Background: an optimization exercise with open tools, aiming at small area, a short achievable clock period and few clock cycles. Do not read the settings as production practice.
The RTL was checked by simulation tests, not by an equivalence proof against the original design.
Power figures rest on the tool's default switching activity, not on a simulated workload.

<file path="design/flow/design.v">
module aelhil_alu (
    input  wire        u_sum,    
    input  wire        u_and,
    input  wire        u_or,
    input  wire        u_xor,
    input  wire        u_fun,    
    input  wire        u_lt,     
    input  wire        u_min,    
    input  wire        u_max,    
    input  wire        u_clz,
    input  wire        u_pop,    
    input  wire        u_bsw,    
    input  wire [1:0]  bsw,      
    input  wire        f_left,   
    input  wire        f_cat,    
    input  wire        f_fill,   
    input  wire        f_usef,   
    input  wire [63:0] a,
    input  wire [63:0] b,
    input  wire [63:0] c,        
    input  wire [63:0] sum,      
    input  wire        lt,       
    input  wire        ltr,      
    input  wire [6:0]  lza,      
    input  wire [5:0]  fsh,      
    output wire [63:0] y
);
    wire [5:0]  sraw   = f_usef ? fsh : b[5:0];
    wire [5:0]  sh     = f_left ? ~sraw : sraw;
    wire [63:0] hi     = f_cat ? a : f_left ? {1'b0, a[63:1]} : {64{f_fill & a[63]}};
    wire [63:0] lo     = f_cat ? c : f_left ? {a[0], 63'd0} : a;
    wire [127:0] fun   = {hi, lo} >> sh;
    wire [6:0]  popc = ({3'd0, c[3:0]}   + {3'd0, c[7:4]})
                     + ({3'd0, c[11:8]}  + {3'd0, c[15:12]})
                     + ({3'd0, c[19:16]} + {3'd0, c[23:20]})
                     + ({3'd0, c[27:24]} + {3'd0, c[31:28]});
    wire [63:0] bswp = (bsw == 2'd0) ? {a[7:0], a[15:8], a[23:16], a[31:24],
                                        a[39:32], a[47:40], a[55:48], a[63:56]} :
                       (bsw == 2'd1) ? {32'd0, a[7:0], a[15:8], a[23:16], a[31:24]} :
                                       {48'd0, a[7:0], a[15:8]};
    wire        pick_a = (u_min & ltr) | (u_max & !ltr);
    wire        pick_b = (u_min & !ltr) | (u_max & ltr);
    assign y = ({64{u_sum}} & sum)
             | ({64{u_and}} & (a & b))
             | ({64{u_or}}  & (a | b))
             | ({64{u_xor}} & (a ^ b))
             | ({64{u_fun}} & fun[63:0])
             | ({64{pick_a}} & a)
             | ({64{pick_b}} & b)
             | ({64{u_bsw}} & bswp)
             | {57'd0, ({7{u_clz}} & lza) | ({7{u_pop}} & popc)}
             | {63'd0, u_lt & lt};
endmodule
module aelhil_mul (
    input  wire [63:0] r,
    input  wire        rz,        
    input  wire        rneg,      
    input  wire        r_sx,      
    input  wire [63:0] m,
    input  wire        m_sx,      
    input  wire        neg0, one0, two0,
    input  wire        neg1, one1, two1,
    output wire [68:0] sum
);
    wire [68:0] rx = rz ? 69'd0 : ({{4{r_sx}}, r_sx, r} ^ {69{rneg}});
    wire [68:0] mx = {{4{m_sx}}, m_sx, m};
    wire [68:0] mag0 = one0 ? mx : two0 ? {mx[67:0], 1'b0} : 69'd0;
    wire [68:0] mag1 = one1 ? mx : two1 ? {mx[67:0], 1'b0} : 69'd0;
    wire [68:0] pp0  = mag0 ^ {69{neg0}};
    wire [68:0] pp1  = mag1 ^ {69{neg1}};
    wire [68:0] t2   = {pp1[66:0], neg1, neg0};
    wire [68:0] s = rx ^ pp0 ^ t2;
    wire [68:0] c = (rx & pp0) | (rx & t2) | (pp0 & t2);
    assign sum = s + {c[67:0], neg1 | rneg} + {68'd0, neg1};
endmodule
module aelhil_lzc (
    input  wire [63:0] x,
    output wire [6:0]  n
);
    wire [15:0] v4;
    wire [31:0] p4;
    wire [3:0]  v16;
    wire [15:0] p16;
    genvar g;
    generate
        for (g = 0; g < 16; g = g + 1) begin : nib
            wire [3:0] q = x[g*4 +: 4];
            assign v4[g]       = |q;
            assign p4[g*2 +: 2] = q[3] ? 2'd0 : q[2] ? 2'd1 : q[1] ? 2'd2 : 2'd3;
        end
        for (g = 0; g < 4; g = g + 1) begin : grp
            wire [3:0] vv  = v4[g*4 +: 4];
            wire [1:0] s   = vv[3] ? 2'd0 : vv[2] ? 2'd1 : vv[1] ? 2'd2 : 2'd3;
            wire [1:0] p3  = p4[(g*4+3)*2 +: 2];
            wire [1:0] p2  = p4[(g*4+2)*2 +: 2];
            wire [1:0] p1  = p4[(g*4+1)*2 +: 2];
            wire [1:0] p0  = p4[(g*4+0)*2 +: 2];
            assign v16[g]       = |vv;
            assign p16[g*4 +: 4] = {s, vv[3] ? p3 : vv[2] ? p2 : vv[1] ? p1 : p0};
        end
    endgenerate
    wire [1:0] st = v16[3] ? 2'd0 : v16[2] ? 2'd1 : v16[1] ? 2'd2 : 2'd3;
    wire [3:0] pt = v16[3] ? p16[15:12] : v16[2] ? p16[11:8] : v16[1] ? p16[7:4] : p16[3:0];
    assign n = (|v16) ? {1'b0, st, pt} : 7'd64;
endmodule
module aelhil_xu (
    input  wire        clk,
    input  wire        rst,
    input  wire        in_valid,
    output wire        in_ready,
    input  wire [6:0]  in_op,
    input  wire [9:0]  in_fn,
    input  wire [63:0] in_a,
    input  wire [63:0] in_b,
    output reg         out_valid,
    input  wire        out_ready,
    output reg  [63:0] out_result,
    output reg         out_illegal
);
    localparam ALU_ADD  = 5'd0,  ALU_SUB  = 5'd1,  ALU_AND  = 5'd2,  ALU_OR   = 5'd3;
    localparam ALU_XOR  = 5'd4,  ALU_SLL  = 5'd5,  ALU_SRL  = 5'd6,  ALU_SRA  = 5'd7;
    localparam ALU_LT   = 5'd8,  ALU_LTU  = 5'd9,  ALU_MIN  = 5'd10, ALU_MAX  = 5'd11;
    localparam ALU_MINU = 5'd12, ALU_MAXU = 5'd13, ALU_CLZ  = 5'd14, ALU_POPC = 5'd15;
    localparam ALU_BSWP = 5'd16, ALU_FLO  = 5'd17, ALU_FHI  = 5'd18, ALU_NEGB = 5'd19;
    localparam ALU_SLLK = 5'd20;
    localparam S_ONE = 4'd0, S_M0 = 4'd1, S_MIT = 4'd2, S_MFIN = 4'd3;
    localparam S_D0  = 4'd4, S_D1 = 4'd5, S_D2  = 4'd6, S_DIT  = 4'd7, S_DFIN = 4'd8;
    localparam S_D3  = 4'd9, S_P1 = 4'd10, S_MM = 4'd11;
    reg  [4:0]  alu_sel;
    reg         is_mul, is_div, form_b, ill;
    reg  [1:0]  md_kind;
    always @(*) begin
        alu_sel = 5'd0;
        is_mul  = 1'b0;
        is_div  = 1'b0;
        form_b  = 1'b0;
        md_kind = 2'd0;
        ill     = 1'b0;
        case (in_op)
            7'h01: alu_sel = ALU_ADD;
            7'h02: alu_sel = ALU_SUB;
            7'h03: alu_sel = ALU_AND;
            7'h04: alu_sel = ALU_OR;
            7'h05: alu_sel = ALU_XOR;
            7'h06: alu_sel = ALU_SLL;
            7'h07: alu_sel = ALU_SRL;
            7'h08: alu_sel = ALU_SRA;
            7'h09: alu_sel = ALU_LT;
            7'h0A: alu_sel = ALU_LTU;
            7'h0B: alu_sel = ALU_MIN;
            7'h0C: alu_sel = ALU_MAX;
            7'h0D: alu_sel = ALU_MINU;
            7'h0E: alu_sel = ALU_MAXU;
            7'h0F: begin is_mul = 1'b1; md_kind = 2'd0; end    
            7'h10: begin is_mul = 1'b1; md_kind = 2'd1; end    
            7'h11: begin is_mul = 1'b1; md_kind = 2'd2; end    
            7'h12: begin is_div = 1'b1; md_kind = 2'd0; end    
            7'h13: begin is_div = 1'b1; md_kind = 2'd1; end    
            7'h14: begin is_div = 1'b1; md_kind = 2'd2; end    
            7'h15: begin is_div = 1'b1; md_kind = 2'd3; end    
            7'h16: alu_sel = ALU_CLZ;
            7'h17: alu_sel = ALU_POPC;
            7'h18: alu_sel = ALU_BSWP;
            7'h20: begin alu_sel = ALU_ADD; form_b = 1'b1; end  
            7'h21: begin alu_sel = ALU_AND; form_b = 1'b1; end  
            7'h22: begin alu_sel = ALU_OR;  form_b = 1'b1; end  
            7'h23: begin alu_sel = ALU_XOR; form_b = 1'b1; end  
            7'h24: begin alu_sel = ALU_SLL; form_b = 1'b1; end  
            7'h25: begin alu_sel = ALU_SRL; form_b = 1'b1; end  
            7'h26: begin alu_sel = ALU_SRA; form_b = 1'b1; end  
            7'h27: begin alu_sel = ALU_LT;  form_b = 1'b1; end  
            default: ill = 1'b1;
        endcase
        if (!form_b && !ill) begin
            if (in_op == 7'h18) begin
                if (in_fn > 10'd2) ill = 1'b1;
            end else if (in_fn != 10'd0) begin
                ill = 1'b1;
            end
        end
        if (in_op == 7'h24 || in_op == 7'h25 || in_op == 7'h26) begin
            if (in_b[14:6] != 9'd0) ill = 1'b1;
        end
    end
    wire [63:0] b_eff = form_b ? {{49{in_b[14]}}, in_b[14:0]} : in_b;
    localparam [14:0] UD_SUM  = 15'b100000000000000;
    localparam [14:0] UD_FLO  = 15'b000010000000101;
    localparam [14:0] UD_FHI  = 15'b000010000000011;
    localparam [14:0] UD_SLLK = 15'b000010000001001;
    localparam [14:0] UD_POP  = 15'b000000000100000;
    function [14:0] adec(input [4:0] sel);
        case (sel)
            ALU_ADD, ALU_SUB:  adec = UD_SUM;
            ALU_AND:           adec = 15'b010000000000000;
            ALU_OR:            adec = 15'b001000000000000;
            ALU_XOR:           adec = 15'b000100000000000;
            ALU_SLL:           adec = 15'b000010000001000;
            ALU_SRL:           adec = 15'b000010000000000;
            ALU_SRA:           adec = 15'b000010000000010;
            ALU_LT, ALU_LTU:   adec = 15'b000001000000000;
            ALU_MIN, ALU_MINU: adec = 15'b000000100000000;
            ALU_MAX, ALU_MAXU: adec = 15'b000000010000000;
            ALU_CLZ:           adec = 15'b000000001000000;
            ALU_BSWP:          adec = 15'b000000000010000;
            default:           adec = 15'b000000000000000;
        endcase
    endfunction
    function [5:0] booth2(input [3:0] w, input p);
        booth2 = {w[1] & !(w[0] & p),
                  w[0] ^ p,
                  (w[1] & !w[0] & !p) | (!w[1] & w[0] & p),
                  w[3] & !(w[2] & w[1]),
                  w[2] ^ w[1],
                  (w[3] & !w[2] & !w[1]) | (!w[3] & w[2] & w[1])};
    endfunction
    reg         x_valid;
    reg         x_fin;           
    reg  [3:0]  st;
    reg  [14:0] ud;              
    reg  [8:0]  mc;              
    reg         lzsx;            
    reg  [1:0]  x_bsw;
    reg         x_ill;
    reg  [1:0]  x_kind;
    reg  [63:0] R, A, B;
    reg         rsg;             
    reg         ltr;             
    reg  [4:0]  j;               
    reg  [4:0]  m;               
    reg         msgn;            
    reg  [6:0]  cnt;             
    reg  [5:0]  fs;              
    reg         a_neg;           
    reg         neg_f;           
    wire        x_leave = x_valid && x_fin && (!out_valid || out_ready);
    assign in_ready     = !x_valid || x_leave;
    wire        md_sgn  = !x_kind[0];                   
    wire        mh_sgn  = (x_kind != 2'd2);             
    wire        d_rem   = x_kind[1];
    wire [63:0] lz_rin = lzsx ? (R ^ {R[63], R[63:1]}) : R;
    wire [63:0] lz_ain = lzsx ? (A ^ {A[63], A[63:1]}) : A;
    wire [6:0]  lz_r, lz_a;
    aelhil_lzc u_lzr (.x(lz_rin), .n(lz_r));
    aelhil_lzc u_lza (.x(lz_ain), .n(lz_a));
    wire [7:0]  dk8  = {1'b0, lz_a} - {1'b0, lz_r};     
    wire [6:0]  m_r7 = 7'd68 - lz_r;
    wire [6:0]  m_a7 = 7'd68 - lz_a;
    wire [4:0]  m_r  = m_r7[6:2];
    wire [4:0]  m_a  = m_a7[6:2];
    wire [68:0] md_sum;
    aelhil_mul u_md (
        .r    (R),
        .rz   (mc[7]),
        .rneg (mc[8]),
        .r_sx (rsg),
        .m    (A),
        .m_sx (mc[0] & A[63]),
        .neg0 (mc[6]), .one0 (mc[5]), .two0 (mc[4]),
        .neg1 (mc[3]), .one1 (mc[2]), .two1 (mc[1]),
        .sum  (md_sum)
    );
    wire        dpos  = !md_sum[64];                    
    wire [63:0] alu_y;
    aelhil_alu u_alu (
        .u_sum  (ud[14]), .u_and (ud[13]), .u_or  (ud[12]), .u_xor (ud[11]),
        .u_fun  (ud[10]), .u_lt  (ud[9]),  .u_min (ud[8]),  .u_max (ud[7]),
        .u_clz  (ud[6]),  .u_pop (ud[5]),  .u_bsw (ud[4]),
        .f_left (ud[3]),  .f_cat (ud[2]),  .f_fill(ud[1]),  .f_usef(ud[0]),
        .bsw    (x_bsw),
        .a      (R),
        .b      (A),
        .c      (B),
        .sum    (md_sum[63:0]),
        .lt     (md_sum[68]),
        .ltr    (ltr),
        .lza    (lz_r),
        .fsh    (fs),
        .y      (alu_y)
    );
    function [3:0] popc8(input [7:0] v);
        integer n;
        begin
            popc8 = 4'd0;
            for (n = 0; n < 8; n = n + 1)
                popc8 = popc8 + {3'd0, v[n]};
        end
    endfunction
    wire [31:0] bytecnt = {popc8(R[63:56]), popc8(R[55:48]), popc8(R[47:40]), popc8(R[39:32]),
                           popc8(R[31:24]), popc8(R[23:16]), popc8(R[15:8]),  popc8(R[7:0])};
    wire        m0_swap  = lz_r > lz_a;                 
    wire [4:0]  j_nx     = j + 5'd1;
    wire        mit_last = (j_nx == m);
    wire        d0_ovf   = md_sgn && A == 64'h8000_0000_0000_0000 && B == 64'hFFFF_FFFF_FFFF_FFFF;
    wire        d2_exit  = lz_a[6] || dk8[7];           
    wire        dit_last = (cnt == 7'd0);
    wire        dec_two = (alu_sel == ALU_POPC) || (alu_sel >= ALU_MIN && alu_sel <= ALU_MAXU);
    wire        dec_fin = ill || !(is_mul || is_div || dec_two);
    wire [3:0]  dec_st  = ill ? S_ONE : is_mul ? S_M0 : is_div ? S_D0 :
                          (alu_sel == ALU_POPC) ? S_P1 :
                          (alu_sel >= ALU_MIN && alu_sel <= ALU_MAXU) ? S_MM : S_ONE;
    wire        dec_cs  = (alu_sel == ALU_LT) || (alu_sel == ALU_MIN) || (alu_sel == ALU_MAX);
    wire        dec_sub = (alu_sel == ALU_SUB) || (alu_sel >= ALU_LT && alu_sel <= ALU_MAXU);
    wire        dec_dsg = !md_kind[0];
    wire [8:0]  dec_mc  = is_div ? {2'b01, dec_dsg && in_a[63], 6'b100000}
                                 : {2'b00, dec_sub, 1'b1, 4'b0000, dec_cs};
    always @(posedge clk) begin
        if (rst) begin
            x_valid     <= 1'b0;
            x_fin       <= 1'b1;
            out_valid   <= 1'b0;
        end else begin
            if (x_leave) begin
                out_valid   <= 1'b1;
                out_result  <= alu_y;
                out_illegal <= x_ill;
            end else if (out_ready) begin
                out_valid   <= 1'b0;
            end
            if (in_ready) begin
                x_valid <= in_valid;
                x_fin   <= dec_fin;
                st      <= dec_st;
                R       <= in_a;
                A       <= is_div ? in_a : b_eff;
                B       <= in_b;
                rsg     <= dec_cs && in_a[63];
                ud      <= ill ? 15'd0 : adec(alu_sel);
                mc      <= dec_mc;
                lzsx    <= is_mul && (md_kind != 2'd2);
                x_bsw   <= in_fn[1:0];
                x_ill   <= ill;
                x_kind  <= md_kind;
            end else if (x_valid && !x_fin) begin
                case (st)
                    S_P1: begin
                        B     <= {32'd0, bytecnt};
                        ud    <= UD_POP;
                        st    <= S_ONE;
                        x_fin <= 1'b1;
                    end
                    S_MM: begin
                        ltr   <= md_sum[68];
                        st    <= S_ONE;
                        x_fin <= 1'b1;
                    end
                    S_M0: begin
                        if (m0_swap) begin
                            B  <= R;
                            m  <= m_r;
                            fs <= {-m_r[3:0], 2'b00};
                            mc <= {2'b00, booth2(R[3:0], 1'b0), mh_sgn};
                        end else begin
                            A  <= R;
                            m  <= m_a;
                            fs <= {-m_a[3:0], 2'b00};
                            mc <= {2'b00, booth2(B[3:0], 1'b0), mh_sgn};
                        end
                        R    <= 64'd0;
                        rsg  <= 1'b0;
                        msgn <= mh_sgn;
                        lzsx <= 1'b0;
                        j    <= 5'd0;
                        st   <= S_MIT;
                    end
                    S_MIT: begin
                        R   <= md_sum[67:4];
                        rsg <= md_sum[67];
                        B   <= {md_sum[3:0], B[63:4]};
                        j   <= j_nx;
                        mc  <= {2'b00, booth2(j_nx[4] ? 4'd0 : B[7:4], B[3]), msgn};
                        if (mit_last) begin
                            ud    <= (x_kind == 2'd0 || m == 5'd17) ? UD_FLO : UD_FHI;
                            st    <= S_MFIN;
                            x_fin <= 1'b1;
                        end
                    end
                    S_D0: begin
                        B     <= md_sum[63:0];
                        A     <= B;
                        a_neg <= md_sgn && A[63];
                        if (d0_ovf) begin
                            A     <= d_rem ? 64'hFFFF_FFFF_FFFF_FFFF : 64'h7FFF_FFFF_FFFF_FFFF;
                            mc    <= 9'b010100000;             
                            ud    <= UD_SUM;
                            st    <= S_DFIN;
                            x_fin <= 1'b1;
                        end else begin
                            mc    <= {2'b01, md_sgn && B[63], 6'b100000};
                            st    <= S_D1;
                        end
                    end
                    S_D1: begin
                        A     <= md_sum[63:0];
                        R     <= B;
                        neg_f <= d_rem ? a_neg : (a_neg ^ (md_sgn && A[63]));
                        st    <= S_D2;
                    end
                    S_D2: begin
                        R   <= A;
                        A   <= R;
                        B   <= 64'd0;
                        cnt <= dk8[6:0];
                        fs  <= dk8[5:0];
                        if (d2_exit) begin
                            mc    <= {2'b01, neg_f && d_rem, d_rem, 5'b00000};
                            ud    <= UD_SUM;
                            st    <= S_DFIN;
                            x_fin <= 1'b1;
                        end else begin
                            ud    <= UD_SLLK;
                            st    <= S_D3;
                        end
                    end
                    S_D3: begin
                        A   <= alu_y;
                        R   <= A;
                        rsg <= 1'b0;
                        mc  <= 9'b001100000;               
                        st  <= S_DIT;
                    end
                    S_DIT: begin
                        R   <= md_sum[63:0];
                        rsg <= md_sum[64];
                        B   <= {B[62:0], dpos};
                        cnt <= cnt - 7'd1;
                        if (dit_last) begin
                            if (!d_rem) A <= {B[62:0], dpos};
                            mc    <= d_rem ? {neg_f, 1'b0, neg_f, !dpos, 5'b00000}
                                           : {2'b01, neg_f, 6'b100000};
                            ud    <= UD_SUM;
                            st    <= S_DFIN;
                            x_fin <= 1'b1;
                        end else begin
                            A     <= {1'b0, A[63:1]};
                            mc    <= {2'b00, dpos, 6'b100000};
                        end
                    end
                    default: ;
                endcase
            end
        end
    end
endmodule
</file>
<file path="design/flow/run.sh">
#!/bin/bash
# synth_recipe.tcl (not shown) runs the flow's synth.tcl, then flattens the netlist and writes it again
# the make line also repeats each setting of config.mk as NAME=value (left out here)
make -C /OpenROAD-flow-scripts/flow DESIGN_CONFIG=/design/flow/config.mk WORK_HOME=/design/flow/orfs CLKGATE_MAP_FILE= SYNTH_SCRIPT=/design/flow/synth_recipe.tcl finish
</file>
<file path="design/flow/config.mk">
export PLATFORM = sky130hd
export DESIGN_NAME = aelhil_xu
export DESIGN_NICKNAME = aelhil_xu
export VERILOG_FILES = /design/flow/design.v
export SDC_FILE = /design/flow/constraint.sdc
export NUM_CORES = 4
export LEC_CHECK = 0
export CAP_MARGIN = 20
export CORE_MARGIN = 2
export CORE_UTILIZATION = 30
export PLACE_DENSITY = 0.5
export SETUP_SLACK_MARGIN = 4.5
export SLEW_MARGIN = 20
</file>
<file path="design/flow/constraint.sdc">
create_clock -name core_clock -period 10.0 [get_ports {clk}]
set_input_delay 2.0000 -clock core_clock [delete_from_list [all_inputs] [get_ports {clk}]]
set_output_delay 2.0000 -clock core_clock [all_outputs]
set_load 0.01 [all_outputs]
</file>
==> results of run 1 <==
## timing repair
item,in CTS,in global routing
resized for setup,178,265
cloned,5,14
pin swaps,30,67
setup buffers,99,115
endpoints found under the setup margin,377,298
## worst register-to-register path, cell delays in order, from the launching register on
cell and delay, ns:
sky130_fd_sc_hd__edfxtp_1 0.56, sky130_fd_sc_hd__inv_2 0.11, sky130_fd_sc_hd__ha_4 0.29, sky130_fd_sc_hd__inv_2 0.04, sky130_fd_sc_hd__a41oi_4 0.23, sky130_fd_sc_hd__nor2_4 0.07, sky130_fd_sc_hd__buf_12 0.15, sky130_fd_sc_hd__and3_4 0.23
sky130_fd_sc_hd__a2111o_1 0.54, sky130_fd_sc_hd__o221a_4 0.34, sky130_fd_sc_hd__or2_4 0.26, sky130_fd_sc_hd__ha_4 0.17, sky130_fd_sc_hd__fa_2 0.39, sky130_fd_sc_hd__nor2b_1 0.13, sky130_fd_sc_hd__o21ai_1 0.09, sky130_fd_sc_hd__nand2b_1 0.11
sky130_fd_sc_hd__a21oi_2 0.07, sky130_fd_sc_hd__o21bai_2 0.19, sky130_fd_sc_hd__a21oi_4 0.10, sky130_fd_sc_hd__buf_12 0.14, sky130_fd_sc_hd__mux2i_1 0.16, sky130_fd_sc_hd__a21oi_1 0.08, sky130_fd_sc_hd__inv_1 0.15, sky130_fd_sc_hd__nor3_4 0.07
sky130_fd_sc_hd__a2111oi_4 0.32, sky130_fd_sc_hd__buf_4 0.19, sky130_fd_sc_hd__clkbuf_16 0.15
## metal layers
metal | vias up | track usage (%) | share of wire (%)
met2 | 5248 | 56.78 | 40
met5 | - | 0 | 0.055
met4 | 28 | 26.67 | 9.0
met1 | 31020 | 50.66 | 38
li1 | 25430 | - | -
met3 | 1274 | 11.26 | 13
## kinds of logic (layout without fill, tap and decap cells)
family / Yosys count / in the layout / share of synthesized area (%)
other cells: 0 / 23 / 0
buf+inv: 1019 / 1152 / 7.951
fa+ha+maj: 421 / 421 / 11.71
simple gates: 2178 / 2180 / 18.52
xor+xnor: 334 / 334 / 5.623
mux: 440 / 440 / 10.03
compound gates: 2156 / 2156 / 27.78
flops: 322 / 322 / 18.39
## sequential cells by signal (all words and copies together) (netlist names), 6 cells and up
name        count
R              64
A              64
B              64
fs              6
out_result     64
cnt             7
mc              9
ud             15
## Yosys cell counts (100+ instances only)
master | n | area [um2]
sky130_fd_sc_hd__o21ai_0 | 500 | 2502
sky130_fd_sc_hd__nand2_1 | 1104 | 4144
sky130_fd_sc_hd__ha_1 | 305 | 3816
sky130_fd_sc_hd__edfxtp_1 | 319 | 9579
sky130_fd_sc_hd__xor2_1 | 120 | 1051
sky130_fd_sc_hd__a22oi_1 | 106 | 795.8
sky130_fd_sc_hd__nor3_1 | 100 | 500.5
sky130_fd_sc_hd__clkbuf_1 | 474 | 1779
sky130_fd_sc_hd__mux2i_1 | 280 | 2803
sky130_fd_sc_hd__a21oi_1 | 458 | 2292
sky130_fd_sc_hd__nand3_1 | 128 | 640.6
sky130_fd_sc_hd__inv_1 | 347 | 1303
sky130_fd_sc_hd__fa_1 | 116 | 2322
sky130_fd_sc_hd__a222oi_1 | 125 | 1251
sky130_fd_sc_hd__nand2b_1 | 109 | 681.9
sky130_fd_sc_hd__xnor2_1 | 211 | 1848
sky130_fd_sc_hd__a31oi_1 | 121 | 757.0
sky130_fd_sc_hd__mux2_2 | 102 | 1149
sky130_fd_sc_hd__nor2_1 | 405 | 1520
## placed cells by master (no fill, tap or decap), drive strengths merged, types with 116 or more instances in the layout
cell type and count:
nand2 1104, o21ai 508, buf 488, a21oi 458, nor2 407, inv 352
edfxtp 319, ha 305, mux2i 281, clkdlybuf4s50 214, xnor2 212, nand3 128
a222oi 125, xor2 122, a31oi 121, fa 116
## report_power, final
part / switching [uW] / leakage, uW / internal, uW / total, uW
registers: 142 / 0.00307 / 1610 / 1750
logic: 5170 / 0.0209 / 2490 / 7660
clock network: 828 / 0.000749 / 1010 / 1840
total: 6140 / 0.0247 / 5110 / 11300
## worst paths after layout
check / start / to / slack [ns] / cells after the start
worst min-delay path: x_ill$_DFFE_PP_ / out_illegal$_DFFE_PP_ / 0.45 / 0
worst max-delay path: A[46]$_DFFE_PP_ / ud[8]$_SDFFCE_PP0P_ / 4.36 / 26
worst min register to register: x_ill$_DFFE_PP_ / out_illegal$_DFFE_PP_ / 0.45 / 0
worst max register to register: A[46]$_DFFE_PP_ / ud[8]$_SDFFCE_PP0P_ / 4.36 / 26
## cell type report
class / instances / share of cell area (%)
diodes: 23 / 0.09126
clock buffers: 51 / 1.922
clock inverters: 34 / 0.5515
inverters: 350 / 2.103
multi-input cells: 5531 / 64.74
flip-flops and latches: 322 / 15.28
well taps: 2325 / 4.613
repair buffers: 717 / 10.70
## through the flow
| stage | utilization (%) | setup slack, ns |
|---|---|---|
| after global routing | 36.26 | 4.304 |
| after CTS | 34.93 | 4.463 |
| after floorplan | - | 4.196 |
| after global placement | 32.99 | 2.252 |
| after detailed placement | 33.03 | 2.529 |
| final | 36.28 | 4.359 |
==> flow_metrics.tcl, run 1 <==
set metrics [dict create \
    status "finished clean" \
    setup_repair_after_global_routing_missed_its_margin "yes" \
    first_pass_grt_wire_length_mm 493.8 \
    vias_per_instance 6.735 \
    finalWorstPathRequiredPeriod_ns 5.641 \
    postSynth.asyncResetShare_pct 0 \
    timing.slew.headroom_pct 9.295 \
    globalRouteTotalUtil_pct 39.38 \
    filler_cell_count 18380 \
    drc 0 \
    die_h_um 422.0 \
    leakagePower_uw 0.02469 \
    post_route_fraction_of_the_period_consumed_by_the_critical_path_pct 56.41 \
    ctsHtreeMaxLevel 2 \
    synthDistinctLibCells 96 \
    maximum_number_of_pins_on_one_net_before_global_route_repair 116 \
    finalPower_uw 11250 \
    drive_gt1_share_pct 15.67 \
    seq_area_um2 9639 \
    antenna_violations_before_repair 49 \
    ys.flop_type "sky130_fd_sc_hd__edfxtp_1" \
    worst_path_slowest_cell "sky130_fd_sc_hd__edfxtp_1" \
    power_density_nw_per_um2 178.4 \
    cts_sinks 322 \
    insertion_delay_ns 0.68 \
    syn-instance-count 6870 \
    clk_root_buffer_cell "sky130_fd_sc_hd__clkbuf_16" \
    die_x_um 422.0 \
    detail_route_antenna_nets 0 \
    worst_setup_sp_type "flop" \
    postSynthAreaPerCell_um2 7.630 \
    report.final.slew_viol_count 0 \
    post_cts_hold_buffer_count 0 \
    synthesis.area_um2 52420 \
    cts.reportedPaths.clkPinSlew_ns 0.06 \
    hold_viol 0 \
    max_stage_delay_ns 0.56 \
    grt_pass1_vias 57350 \
    initialDrtViolationCount 10950 \
    critPathTopFamily "compound AO/OA/AOI/OAI gates" \
    total_via_count_in_the_routed_design 63000 \
    multiInputGateArea_um2 40830 \
    dp_hpwl_mm 270.0 \
    detailedRoute.firstPassIterationCount 10 \
    critPathBufInv 7 \
    synth_seq_cells 322 \
    yosysWarningCount 1 \
    maxClockFrequency_mhz 177.3 \
    tritoncts "built" \
    placed_instance_count 9012 \
    worstPathMaxFanout 7 \
    postSynthNetCount 7440 \
    worst_clock_skew_ns 0.04539 \
    tritoncts.num_buffers 48 \
    min_path_type "flop to flop" \
    detail_route.wirelength_mm 374.9 \
    postLayoutCellArea_um2 63070 \
    numPortBuffers 215 \
    end_kind "flop" \
    synth_enable_flop_cells 319 \
    finish.net_count 7540 \
    avgRoutedWirePerCell_um 40.08 \
    dpl_cell_area_um2 57410 \
    timing.hold.ws_ns 0.4494 \
    setup_violations 0 \
    timing.max_cap.violations 0 \
    floorplan.io_pins 216 \
    yosysSeqAreaShare_pct 18.39 \
    flow.area_growth_from_synthesis_pct 20.31 \
    placeableCoreArea_um2 173800 \
    critical_path_arrival_ns 6.03 \
    initial_utilization_pct 30.16 \
    tightestPinTransition_ns 1.354 \
    fin_tns_setup_ns 0 \
    fp-row-count 153 \
    floorplan.die_area_um2 178100 \
    stdcell_count 9353 \
    max-vdd-ir-drop_mv 0.1153 \
    cp.required_ns 10.39 \
    globalRoute.totalOverflow 0 \
    worstSetupPathType "flop to flop" \
    place_congestion 1.062 \
    clk_path_buf_depth 3 \
]
Testbench counts, summed over its fixed seeds: cycles 13,470.
==> inputs of run 2 (changes only) <==
--- a/design/flow/design.v
+++ b/design/flow/design.v
@@ -14,7 +14,6 @@
     input  wire        f_left,   
     input  wire        f_cat,    
     input  wire        f_fill,   
-    input  wire        f_usef,   
     input  wire [63:0] a,
     input  wire [63:0] b,
     input  wire [63:0] c,        
@@ -22,14 +21,17 @@
     input  wire        lt,       
     input  wire        ltr,      
     input  wire [6:0]  lza,      
-    input  wire [5:0]  fsh,      
+    input  wire [5:0]  sh,       
     output wire [63:0] y
 );
-    wire [5:0]  sraw   = f_usef ? fsh : b[5:0];
-    wire [5:0]  sh     = f_left ? ~sraw : sraw;
     wire [63:0] hi     = f_cat ? a : f_left ? {1'b0, a[63:1]} : {64{f_fill & a[63]}};
     wire [63:0] lo     = f_cat ? c : f_left ? {a[0], 63'd0} : a;
-    wire [127:0] fun   = {hi, lo} >> sh;
+    wire [94:0] fs5    = sh[5] ? {hi[62:0], lo[63:32]} : {hi[30:0], lo};
+    wire [78:0] fs4    = sh[4] ? fs5[94:16] : fs5[78:0];
+    wire [70:0] fs3    = sh[3] ? fs4[78:8]  : fs4[70:0];
+    wire [66:0] fs2    = sh[2] ? fs3[70:4]  : fs3[66:0];
+    wire [64:0] fs1    = sh[1] ? fs2[66:2]  : fs2[64:0];
+    wire [63:0] fun    = sh[0] ? fs1[64:1]  : fs1[63:0];
     wire [6:0]  popc = ({3'd0, c[3:0]}   + {3'd0, c[7:4]})
                      + ({3'd0, c[11:8]}  + {3'd0, c[15:12]})
                      + ({3'd0, c[19:16]} + {3'd0, c[23:20]})
@@ -44,7 +46,7 @@
              | ({64{u_and}} & (a & b))
              | ({64{u_or}}  & (a | b))
              | ({64{u_xor}} & (a ^ b))
-             | ({64{u_fun}} & fun[63:0])
+             | ({64{u_fun}} & fun)
              | ({64{pick_a}} & a)
              | ({64{pick_b}} & b)
              | ({64{u_bsw}} & bswp)
@@ -226,27 +228,30 @@
     reg         rsg;             
     reg         ltr;             
     reg  [4:0]  j;               
-    reg  [4:0]  m;               
+    reg         z17;             
     reg         msgn;            
     reg  [6:0]  cnt;             
-    reg  [5:0]  fs;              
+    reg  [5:0]  sh;              
+    reg         irdy0;           
+    reg         xfin_v;          
     reg         a_neg;           
     reg         neg_f;           
-    wire        x_leave = x_valid && x_fin && (!out_valid || out_ready);
-    assign in_ready     = !x_valid || x_leave;
+    wire        x_leave = xfin_v && (!out_valid || out_ready);
+    assign in_ready     = irdy0 || (xfin_v && out_ready);
     wire        md_sgn  = !x_kind[0];                   
     wire        mh_sgn  = (x_kind != 2'd2);             
     wire        d_rem   = x_kind[1];
-    wire [63:0] lz_rin = lzsx ? (R ^ {R[63], R[63:1]}) : R;
-    wire [63:0] lz_ain = lzsx ? (A ^ {A[63], A[63:1]}) : A;
+    wire [63:0] lz_rin = R ^ {64{lzsx & R[63]}};
+    wire [63:0] lz_ain = A ^ {64{lzsx & A[63]}};
     wire [6:0]  lz_r, lz_a;
     aelhil_lzc u_lzr (.x(lz_rin), .n(lz_r));
     aelhil_lzc u_lza (.x(lz_ain), .n(lz_a));
-    wire [7:0]  dk8  = {1'b0, lz_a} - {1'b0, lz_r};     
-    wire [6:0]  m_r7 = 7'd68 - lz_r;
-    wire [6:0]  m_a7 = 7'd68 - lz_a;
-    wire [4:0]  m_r  = m_r7[6:2];
-    wire [4:0]  m_a  = m_a7[6:2];
+    wire        lz_gt = lz_r > lz_a;
+    wire [6:0]  dk    = lz_a - lz_r;                    
+    wire [4:0]  q_r   = lz_r[6:2] + {4'd0, |lz_r[1:0]};
+    wire [4:0]  q_a   = lz_a[6:2] + {4'd0, |lz_a[1:0]};
+    wire [3:0]  qm_r  = q_r[3:0] - 4'd1;
+    wire [3:0]  qm_a  = q_a[3:0] - 4'd1;
     wire [68:0] md_sum;
     aelhil_mul u_md (
         .r    (R),
@@ -265,7 +270,7 @@
         .u_sum  (ud[14]), .u_and (ud[13]), .u_or  (ud[12]), .u_xor (ud[11]),
         .u_fun  (ud[10]), .u_lt  (ud[9]),  .u_min (ud[8]),  .u_max (ud[7]),
         .u_clz  (ud[6]),  .u_pop (ud[5]),  .u_bsw (ud[4]),
-        .f_left (ud[3]),  .f_cat (ud[2]),  .f_fill(ud[1]),  .f_usef(ud[0]),
+        .f_left (ud[3]),  .f_cat (ud[2]),  .f_fill(ud[1]),
         .bsw    (x_bsw),
         .a      (R),
         .b      (A),
@@ -274,7 +279,7 @@
         .lt     (md_sum[68]),
         .ltr    (ltr),
         .lza    (lz_r),
-        .fsh    (fs),
+        .sh     (sh),
         .y      (alu_y)
     );
     function [3:0] popc8(input [7:0] v);
@@ -287,11 +292,11 @@
     endfunction
     wire [31:0] bytecnt = {popc8(R[63:56]), popc8(R[55:48]), popc8(R[47:40]), popc8(R[39:32]),
                            popc8(R[31:24]), popc8(R[23:16]), popc8(R[15:8]),  popc8(R[7:0])};
-    wire        m0_swap  = lz_r > lz_a;                 
+    wire        m0_swap  = lz_gt;                       
     wire [4:0]  j_nx     = j + 5'd1;
-    wire        mit_last = (j_nx == m);
+    wire        mit_last = (j == 5'd16);
     wire        d0_ovf   = md_sgn && A == 64'h8000_0000_0000_0000 && B == 64'hFFFF_FFFF_FFFF_FFFF;
-    wire        d2_exit  = lz_a[6] || dk8[7];           
+    wire        d2_exit  = lz_a[6] || lz_gt;            
     wire        dit_last = (cnt == 7'd0);
     wire        dec_two = (alu_sel == ALU_POPC) || (alu_sel >= ALU_MIN && alu_sel <= ALU_MAXU);
     wire        dec_fin = ill || !(is_mul || is_div || dec_two);
@@ -303,12 +308,22 @@
     wire        dec_dsg = !md_kind[0];
     wire [8:0]  dec_mc  = is_div ? {2'b01, dec_dsg && in_a[63], 6'b100000}
                                  : {2'b00, dec_sub, 1'b1, 4'b0000, dec_cs};
+    wire        fsm_fin = (st == S_P1) || (st == S_MM) || (st == S_MIT && mit_last) ||
+                          (st == S_D0 && d0_ovf) || (st == S_D2 && d2_exit) ||
+                          (st == S_DIT && dit_last);
+    wire        xv_nx   = in_ready ? in_valid : x_valid;
+    wire        xf_nx   = in_ready ? dec_fin : (x_fin || fsm_fin);
+    wire        ov_nx   = x_leave || (out_valid && !out_ready);
     always @(posedge clk) begin
         if (rst) begin
             x_valid     <= 1'b0;
             x_fin       <= 1'b1;
             out_valid   <= 1'b0;
+            irdy0       <= 1'b1;
+            xfin_v      <= 1'b0;
         end else begin
+            irdy0  <= !xv_nx || (xf_nx && !ov_nx);
+            xfin_v <= xv_nx && xf_nx;
             if (x_leave) begin
                 out_valid   <= 1'b1;
                 out_result  <= alu_y;
@@ -328,6 +343,7 @@
                 mc      <= dec_mc;
                 lzsx    <= is_mul && (md_kind != 2'd2);
                 x_bsw   <= in_fn[1:0];
+                sh      <= (alu_sel == ALU_SLL) ? ~b_eff[5:0] : b_eff[5:0];
                 x_ill   <= ill;
                 x_kind  <= md_kind;
             end else if (x_valid && !x_fin) begin
@@ -345,21 +361,22 @@
                     end
                     S_M0: begin
                         if (m0_swap) begin
-                            B  <= R;
-                            m  <= m_r;
-                            fs <= {-m_r[3:0], 2'b00};
-                            mc <= {2'b00, booth2(R[3:0], 1'b0), mh_sgn};
+                            B   <= R;
+                            j   <= q_r;
+                            z17 <= (q_r == 5'd0);
+                            sh  <= {qm_r, 2'b00};
+                            mc  <= {2'b00, booth2(R[3:0], 1'b0), mh_sgn};
                         end else begin
-                            A  <= R;
-                            m  <= m_a;
-                            fs <= {-m_a[3:0], 2'b00};
-                            mc <= {2'b00, booth2(B[3:0], 1'b0), mh_sgn};
+                            A   <= R;
+                            j   <= q_a;
+                            z17 <= (q_a == 5'd0);
+                            sh  <= {qm_a, 2'b00};
+                            mc  <= {2'b00, booth2(B[3:0], 1'b0), mh_sgn};
                         end
                         R    <= 64'd0;
                         rsg  <= 1'b0;
                         msgn <= mh_sgn;
                         lzsx <= 1'b0;
-                        j    <= 5'd0;
                         st   <= S_MIT;
                     end
                     S_MIT: begin
@@ -367,9 +384,9 @@
                         rsg <= md_sum[67];
                         B   <= {md_sum[3:0], B[63:4]};
                         j   <= j_nx;
-                        mc  <= {2'b00, booth2(j_nx[4] ? 4'd0 : B[7:4], B[3]), msgn};
+                        mc  <= {2'b00, booth2((z17 && j_nx == 5'd16) ? 4'd0 : B[7:4], B[3]), msgn};
                         if (mit_last) begin
-                            ud    <= (x_kind == 2'd0 || m == 5'd17) ? UD_FLO : UD_FHI;
+                            ud    <= (x_kind == 2'd0 || z17) ? UD_FLO : UD_FHI;
                             st    <= S_MFIN;
                             x_fin <= 1'b1;
                         end
@@ -399,8 +416,8 @@
                         R   <= A;
                         A   <= R;
                         B   <= 64'd0;
-                        cnt <= dk8[6:0];
-                        fs  <= dk8[5:0];
+                        cnt <= dk;
+                        sh  <= ~dk[5:0];
                         if (d2_exit) begin
                             mc    <= {2'b01, neg_f && d_rem, d_rem, 5'b00000};
                             ud    <= UD_SUM;
--- a/design/flow/config.mk
+++ b/design/flow/config.mk
@@ -9,5 +9,5 @@
 export CORE_MARGIN = 2
 export CORE_UTILIZATION = 30
 export PLACE_DENSITY = 0.5
-export SETUP_SLACK_MARGIN = 4.5
+export SETUP_SLACK_MARGIN = 5
 export SLEW_MARGIN = 20
==> run 2 against run 1 <==
Compared with the run above: critical path depth fell by 9; via count rose by 3.3%; hold slack got worse by 0.026 ns; cell count fell by 4.5%; core utilization rose by 1.4 points; routed wire length rose by 7.8%; die area fell by 4.0%; still clean on timing, DRC and antenna; design area fell by 0.35%; largest cell class unchanged; clock-buffer cell count rose by 2; synthesized area fell by 4.0%; sequential power barely moved.
==> flow_metrics.tcl, run 2 <==
set metrics [dict create \
    worstSetupPathType "flop to flop" \
    worst_clock_skew_ns 0.06697 \
    seq_power_share_pct 12.5 \
    avgRoutedWirePerCell_um 45.25 \
    timing.max_cap.violations 0 \
    postSynthAreaPerCell_um2 7.770 \
    netlist.top_cell.by_area "sky130_fd_sc_hd__edfxtp_1" \
    placeableCoreArea_um2 166800 \
    numPortBuffers 215 \
    finalWorstPathRequiredPeriod_ns 5.363 \
    pwr-share-comb_pct 74.7 \
    syn-instance-count 6477 \
    post-place-ws_ns 2.593 \
    power_density_nw_per_um2 222.9 \
    max_stage_delay_ns 0.56 \
    worst_path_slowest_cell "sky130_fd_sc_hd__fa_1" \
    flow.area_growth_from_synthesis_pct 24.88 \
    critical_path_arrival_ns 5.77 \
    insertion_delay_ns 0.72 \
    globalRouteTotalUtil_pct 45.17 \
    vias_per_instance 7.288 \
    mostFrequentLayoutCells "758 x sky130_fd_sc_hd__nand2_1, 528 x sky130_fd_sc_hd__a21oi_1, 505 x sky130_fd_sc_hd__buf_4, 373 x sky130_fd_sc_hd__o21ai_0, 350 x sky130_fd_sc_hd__nor2_1" \
    worstPathCellList "buf_4 > nand2_1 > o21ai_0 > xnor2_1 > fa_1 > inv_1 > ha_4 > nand4_1 > nor4_4 > nand2_2 > a2111oi_4 > and4bb_4 > o41a_1 > buf_6 > xnor2_4 > buf_12 > a221o_1" \
    clk_path_buf_depth 3 \
    fp-row-count 150 \
    timing.hold.ws_ns 0.4236 \
    hold-path-cell-count 0 \
    leakagePower_uw 0.02361 \
    fin_tns_setup_ns 0 \
    postSynthNetCount 7011 \
    post_route_fraction_of_the_period_consumed_by_the_critical_path_pct 53.63 \
    report.final.slew_viol_count 0 \
    ys.flop_type "sky130_fd_sc_hd__edfxtp_1" \
    p_clk_share_pct 12.8 \
    finish.net_count 7181 \
    final_critical_path_setup_slack_ns 4.637 \
    detail_route_antenna_nets 0 \
    place_congestion 1.111 \
    initialDrtViolationCount 13410 \
    setup_repair_after_global_routing_missed_its_margin "yes" \
    critical_path.reg2reg.endpoint "out_result[58]$_DFFE_PP_" \
    setup_violations 0 \
    total_via_count_in_the_routed_design 65070 \
    worst_setup_sp_type "flop" \
    stdcell_count 8928 \
    critPathBufInv 4 \
    antenna_violations_before_repair 52 \
    tritoncts.num_buffers 47 \
    reg2reg_setup_slack_ns 4.64 \
    synthesis.area_um2 50320 \
    yosysSeqAreaShare_pct 18.94 \
    drc 0 \
    timing.hold.worst_endpoint "out_illegal$_DFFE_PP_" \
    post_cts_hold_buffer_count 0 \
    grt_pass1_vias 58370 \
    synth_enable_flop_cells 314 \
    regToRegStartpoint "A[27]$_DFFE_PP_" \
    floorplan.io_pins 216 \
    list_of_most_frequent_post_synthesis_cells "775 x sky130_fd_sc_hd__nand2_1, 582 x sky130_fd_sc_hd__a21oi_1, 499 x sky130_fd_sc_hd__clkbuf_1" \
    power.switching_uw 8013 \
    yosysWarningCount 1 \
    cts_sinks 319 \
    synth_seq_cells 319 \
    maximum_number_of_pins_on_one_net_before_global_route_repair 78 \
    status "finished clean" \
    die_h_um 413.6 \
    worstPathMaxFanout 11 \
    worst_hold_startpoint "x_ill$_DFFE_PP_" \
    cp.required_ns 10.41 \
    synthDistinctLibCells 116 \
    max-vdd-ir-drop_mv 0.1686 \
    floorplan.die_area_um2 171000 \
    hold_viol 0 \
    worst-r2r-cell-count 17 \
    mostFrequentLayoutCell "sky130_fd_sc_hd__nand2_1" \
    maxClockFrequency_mhz 186.5 \
    top_count_cell_post_synth "sky130_fd_sc_hd__nand2_1" \
    tritoncts "built" \
    placed_instance_count 8512 \
    initial_utilization_pct 30.16 \
    clk_root_buffer_cell "sky130_fd_sc_hd__clkbuf_16" \
    timing.slew.headroom_pct 13.60 \
    most_area_consuming_cells_after_synthesis "sky130_fd_sc_hd__edfxtp_1 19%, sky130_fd_sc_hd__ha_1 6.7%, sky130_fd_sc_hd__a21oi_1 5.8%" \
    yosys.area.top_type_share_pct 18.74 \
    cp.depth 17 \
    postSynth.asyncResetShare_pct 0 \
    end_kind "flop" \
    cts.reportedPaths.clkPinSlew_ns 0.07 \
    dp_hpwl_mm 284.0 \
    min_path_type "flop to flop" \
    ctsHtreeMaxLevel 2 \
    p_int_uw 5997 \
    switching_share_pct 57.20 \
    detail_route.wirelength_mm 404.0 \
    drive_gt1_share_pct 19.55 \
    tightestPinTransition_ns 1.295 \
    detailedRoute.firstPassIterationCount 14 \
    die_x_um 413.6 \
    critPathTopFamily "compound AO/OA/AOI/OAI gates" \
    globalRoute.totalOverflow 0 \
    first_pass_grt_wire_length_mm 527.8 \
]
-- run 2: what timing repair did --
action | CTS | global route
buffers inserted | 159 | 111
gates resized for setup | 337 | 335
pin swaps | 71 | 122
setup endpoints to repair | 406 | 342
cloned | 14 | 5
-- run 2: final cells by class --
cell class	instances	area (um2)
tap	2204	2758
multi-input combinational	5149	40050
timing repair buffer	810	7625
timing repair inverter	2	17.52
inverter	318	1236
clock inverter	29	296.5
antenna	44	110.1
clock buffer	53	1220
fill	17210	104000
sequential	319	9529
-- run 2: metrics by stage --
stage	instance area, um2	total power [uW]	util, %
6_report	62850	14010	37.67
4_1_cts	59960	12270	35.94
5_1_grt	62750	13990	37.61
2_1_floorplan	50480	5708	-
3_3_place_gp	55030	9692	32.98
3_5_place_dp	55050	9694	32.99
-- run 2: logic make-up after synthesis --
family	synth area share, %
XOR/XNOR	5.221
buffers and inverters	8.183
flip-flops	18.94
adder cells (fa/ha/maj)	11.30
multiplexers	7.273
AND/OR/NAND/NOR	16.42
AO/OA/AOI/OAI	32.67
-- run 2: power groups by stage --
stage                     Clock, uW  Sequential [uW]  Combinational (uW)
after global placement            0             1860                7830
after detailed placement          0             1860                7830
after floorplan                   0             1720                3990
after global routing           1820             1750               10400
after CTS                      1770             1760                8730
final                          1790             1760               10500
-- run 2: metal layers --
metal,GRT usage (%),vias up,share of wire [%]
met5,1.046,-,0.18
met3,24.75,1938,17
li1,-,24740,-
met1,53.48,31520,35
met2,58.61,6830,37
met4,37.24,46,10
-- run 2: how the worst max path moves through the flow --
stage	from	endpoint	slack, ns
after CTS	A[27]$_DFFE_PP_	R[58]$_DFFE_PP_	4.80
after detailed placement	mc[1]$_SDFFCE_PN0P_	A[50]$_DFFE_PP_	2.59
final	A[27]$_DFFE_PP_	out_result[58]$_DFFE_PP_	4.64
after global placement	mc[1]$_SDFFCE_PN0P_	A[50]$_DFFE_PP_	2.50
after global routing	mc[5]$_SDFFCE_PN1P_	R[62]$_DFFE_PP_	4.66
after floorplan	lzsx$_SDFFCE_PP0P_	B[0]$_DFFE_PP_	4.54
Testbench counts of run 2, summed over its fixed seeds: cycles 13,470.
==> inputs of run 3 (changes only) <==
--- a/design/flow/config.mk
+++ b/design/flow/config.mk
@@ -8,6 +8,6 @@
 export CAP_MARGIN = 20
 export CORE_MARGIN = 2
 export CORE_UTILIZATION = 30
-export PLACE_DENSITY = 0.5
+export PLACE_DENSITY = 0.45
 export SETUP_SLACK_MARGIN = 5
 export SLEW_MARGIN = 20
==> run 3 against run 2 <==
Compared with the run above: still clean; worst setup slack better by 0.073 ns; core utilization is 0.52 points higher; cell count is 0.84% higher; via count is 1.2% higher; register-to-register slack better by 0.07 ns; clock-buffer cell count is 10 higher; sequential share of layout area is 0.20 points lower; critical path depth is 1 lower; routed wire length is 3.1% higher; critical path type unchanged; largest power group unchanged.
==> flow_metrics.tcl, run 3 <==
set metrics [dict create \
    status "finished clean" \
    die_h_um 413.6 \
    cts.reportedPaths.clkPinSlew_ns 0.06 \
    drive_gt1_share_pct 20.14 \
    timing.hold.ws_ns 0.4655 \
    synthesis.area_um2 50320 \
    synthDistinctLibCells 116 \
    cp.required_ns 10.42 \
    first_pass_grt_wire_length_mm 543.2 \
    list_of_most_frequent_post_synthesis_cells "775 x sky130_fd_sc_hd__nand2_1, 582 x sky130_fd_sc_hd__a21oi_1, 499 x sky130_fd_sc_hd__clkbuf_1" \
    total_via_count_in_the_routed_design 65880 \
    switching_share_pct 56.62 \
    maxClockFrequency_mhz 189.0 \
    antenna_violations_before_repair 67 \
    power.switching_uw 7842 \
    pwr-share-comb_pct 73.4 \
    flow.area_growth_from_synthesis_pct 26.59 \
    grt_pass1_vias 59320 \
    postSynthNetCount 7011 \
    report.final.slew_viol_count 0 \
    yosysSeqAreaShare_pct 18.94 \
    post_cts_hold_buffer_count 0 \
    postSynthAreaPerCell_um2 7.770 \
    reg2reg_setup_slack_ns 4.71 \
    post_route_fraction_of_the_period_consumed_by_the_critical_path_pct 52.90 \
    die_x_um 413.6 \
    placeableCoreArea_um2 166800 \
    cp.depth 16 \
    postSynth.asyncResetShare_pct 0 \
    critical_path_arrival_ns 5.71 \
    setup_repair_after_global_routing_missed_its_margin "yes" \
    hold-path-cell-count 0 \
    min_path_type "flop to flop" \
    timing.max_cap.violations 0 \
    worst_path_slowest_cell "sky130_fd_sc_hd__o21ai_1" \
    postLayoutCellArea_um2 63710 \
    dp_hpwl_mm 292.8 \
    worst_clock_skew_ns 0.08427 \
    grtUsageMet3_pct 26.15 \
    grt.met2_usage_pct 62.06 \
    dpl_cell_area_um2 55140 \
    maximum_number_of_pins_on_one_net_before_global_route_repair 118 \
    critical_path.reg2reg.endpoint "z17$_DFFE_PP_" \
    synth_seq_cells 319 \
    synth_enable_flop_cells 314 \
    max_stage_delay_ns 0.56 \
    clk_path_buf_depth 3 \
    critPathBufInv 3 \
    end_kind "flop" \
    leakagePower_uw 0.02404 \
    cts_sinks 319 \
    global_route.usage.met1_pct 54.62 \
    top_count_cell_post_synth "sky130_fd_sc_hd__nand2_1" \
    setup_violations 0 \
    p_clk_share_pct 14.0 \
    worstPathCellList "buf_4 > inv_1 > a21oi_1 > o22ai_1 > nor3_1 > o21ai_0 > a21oi_1 > nor4_2 > buf_4 > nand2b_1 > ha_1 > ha_1 > and2_0 > o21ai_1 > nand2_1 > o41ai_1" \
    p_int_uw 6009 \
    worst-r2r-cell-count 16 \
    floorplan.io_pins 216 \
    hold_viol 0 \
    floorplan.die_area_um2 171000 \
    tightestPinTransition_ns 1.383 \
    max-vdd-ir-drop_mv 0.1617 \
    mostFrequentLayoutCells "756 x sky130_fd_sc_hd__nand2_1, 524 x sky130_fd_sc_hd__a21oi_1, 519 x sky130_fd_sc_hd__buf_4, 379 x sky130_fd_sc_hd__o21ai_0, 349 x sky130_fd_sc_hd__nor2_1" \
    fin_tns_setup_ns 0 \
    worst_setup_sp_type "flop" \
    critPathTopFamily "compound AO/OA/AOI/OAI gates" \
    detail_route.wirelength_mm 416.5 \
    timing.hold.worst_endpoint "out_illegal$_DFFE_PP_" \
    initialDrtViolationCount 13590 \
    placed_instance_count 8521 \
    finish.net_count 7242 \
    detail_route_antenna_nets 0 \
    clk_root_buffer_cell "sky130_fd_sc_hd__clkbuf_16" \
    fp-row-count 150 \
    detailedRoute.firstPassIterationCount 17 \
    worst_hold_startpoint "x_ill$_DFFE_PP_" \
    power_density_nw_per_um2 217.4 \
    stdcell_count 9003 \
    place_congestion 1.091 \
    ctsHtreeMaxLevel 2 \
    timing.slew.headroom_pct 6.637 \
    ys.flop_type "sky130_fd_sc_hd__edfxtp_1" \
    finalWorstPathRequiredPeriod_ns 5.290 \
    numPortBuffers 215 \
    finalPower_uw 13850 \
    yosysWarningCount 1 \
    initial_utilization_pct 30.16 \
    worstSetupPathType "flop to flop" \
    syn-instance-count 6477 \
    globalRoute.totalOverflow 0 \
    tritoncts "built" \
    yosys.area.top_type_share_pct 18.74 \
    seq_power_share_pct 12.6 \
    tritoncts.num_buffers 49 \
    most_area_consuming_cells_after_synthesis "sky130_fd_sc_hd__edfxtp_1 19%, sky130_fd_sc_hd__ha_1 6.7%, sky130_fd_sc_hd__a21oi_1 5.8%" \
    vias_per_instance 7.318 \
    netlist.top_cell.by_area "sky130_fd_sc_hd__edfxtp_1" \
    mostFrequentLayoutCell "sky130_fd_sc_hd__nand2_1" \
    drc 0 \
    globalRouteTotalUtil_pct 46.71 \
    globalRoute.busiestLayer "met2" \
    insertion_delay_ns 0.77 \
    regToRegStartpoint "R[14]$_DFFE_PP_" \
    worstPathMaxFanout 14 \
    avgRoutedWirePerCell_um 46.26 \
]
## run 3: changes by cell type in the layout (fill, tap and decap cells not counted), sizes merged, moves of 2 or more
cell	delta
buf	+54
clkbuf	+13
clkinv	-2
inv	-3
diode	+11
## run 3: how the worst max path moves through the flow
| stage | start | end | slack, ns |
|---|---|---|---|
| 5_1_grt | mc[2]$_SDFFCE_PN0P_ | R[62]$_DFFE_PP_ | 4.58 |
| 4_1_cts | mc[2]$_SDFFCE_PN0P_ | R[58]$_DFFE_PP_ | 4.75 |
| 3_5_place_dp | mc[2]$_SDFFCE_PN0P_ | R[62]$_DFFE_PP_ | 2.19 |
| 2_1_floorplan | lzsx$_SDFFCE_PP0P_ | B[0]$_DFFE_PP_ | 4.54 |
| 6_report | R[14]$_DFFE_PP_ | z17$_DFFE_PP_ | 4.71 |
| 3_3_place_gp | mc[2]$_SDFFCE_PN0P_ | R[62]$_DFFE_PP_ | 1.91 |
## run 3: power by group through the flow
stage               sequential (uW)  clock (uW)  combinational (uW)
floorplan                      1720           0                3990
global placement               1840           0                7630
detailed placement             1840           0                7630
CTS                            1740        1930                8600
global route                   1740        1970               10200
finish                         1750        1940               10200
## run 3: cell type report
class                           count  area [um2]
Timing Repair Buffer              868        8383
Inverter                          318        1241
Antenna cell                       55       137.6
Multi-Input combinational cell   5150       40010
Fill cell                       17220      103100
Timing Repair inverter              2       17.52
Sequential cell                   319        9529
Tap cell                         2204        2758
Clock inverter                     24       316.6
Clock buffer                       63        1309
## run 3: logic make-up after synthesis
kind of cell               after synthesis  share of synthesized area [%]
muxes                                  265                          7.273
buffers and inverters                 1013                          8.183
xor gates and xnor gates               300                          5.221
adders and majority gates              385                          11.30
DFF                                    319                          18.94
and+or+nand+nor                       1785                          16.42
AOI/OAI and AO/OA                     2410                          32.67
## run 3: layer usage
metal  vias up  share of wire, %
met5         -              0.26
met2      6679                38
met1     32240                35
met4        52               9.7
li1      24920                 -
met3      1988                17
## run 3: timing repair
action	CTS	global route
setup buffers	207	107
endpoints found under the setup margin	416	312
gates cloned	18	5
pin swaps	75	153
resized for setup	382	327
## run 3: per-stage QoR
stage | worst slack [ns] | utilization, %
floorplan | 4.539 | -
global placement | 1.908 | 33.02
detailed placement | 2.190 | 33.05
CTS | 4.755 | 36.49
global route | 4.579 | 38.13
finish | 4.710 | 38.18

-- port drivers added, routing unchanged --
In the flow no input, the clock included, has a driving cell. The finished layouts below were timed again as built, in two steps. Step 1 sets driving cells, clkbuf_16 on the clock port and buf_2 on the other inputs (assumed; they add their load-dependent delay and slew). Step 2 also shifts input and output timing later by t, the mid clock arrival at the registers, as if the neighbouring blocks saw the same clock. a / b / c = ideal ports / drivers / drivers and shift; a / b = the first two.
run	shift t [ns]	setup slack, ns	slew at the worst register clock pin (ns)	pins driven straight from the clock port
run 1	0.748	4.359 / 4.359 / 3.889	0.08 / 0.08	1
run 2	0.786	4.637 / 4.637 / 4.324	0.07 / 0.07	1
run 3	0.822	4.710 / 4.710 / 4.232	0.07 / 0.07	1
After both steps setup and hold are still met in every run listed. The setup slack of run 3, which loses most, moves by 0.000 ns with the drivers and by -0.478 ns with both steps.
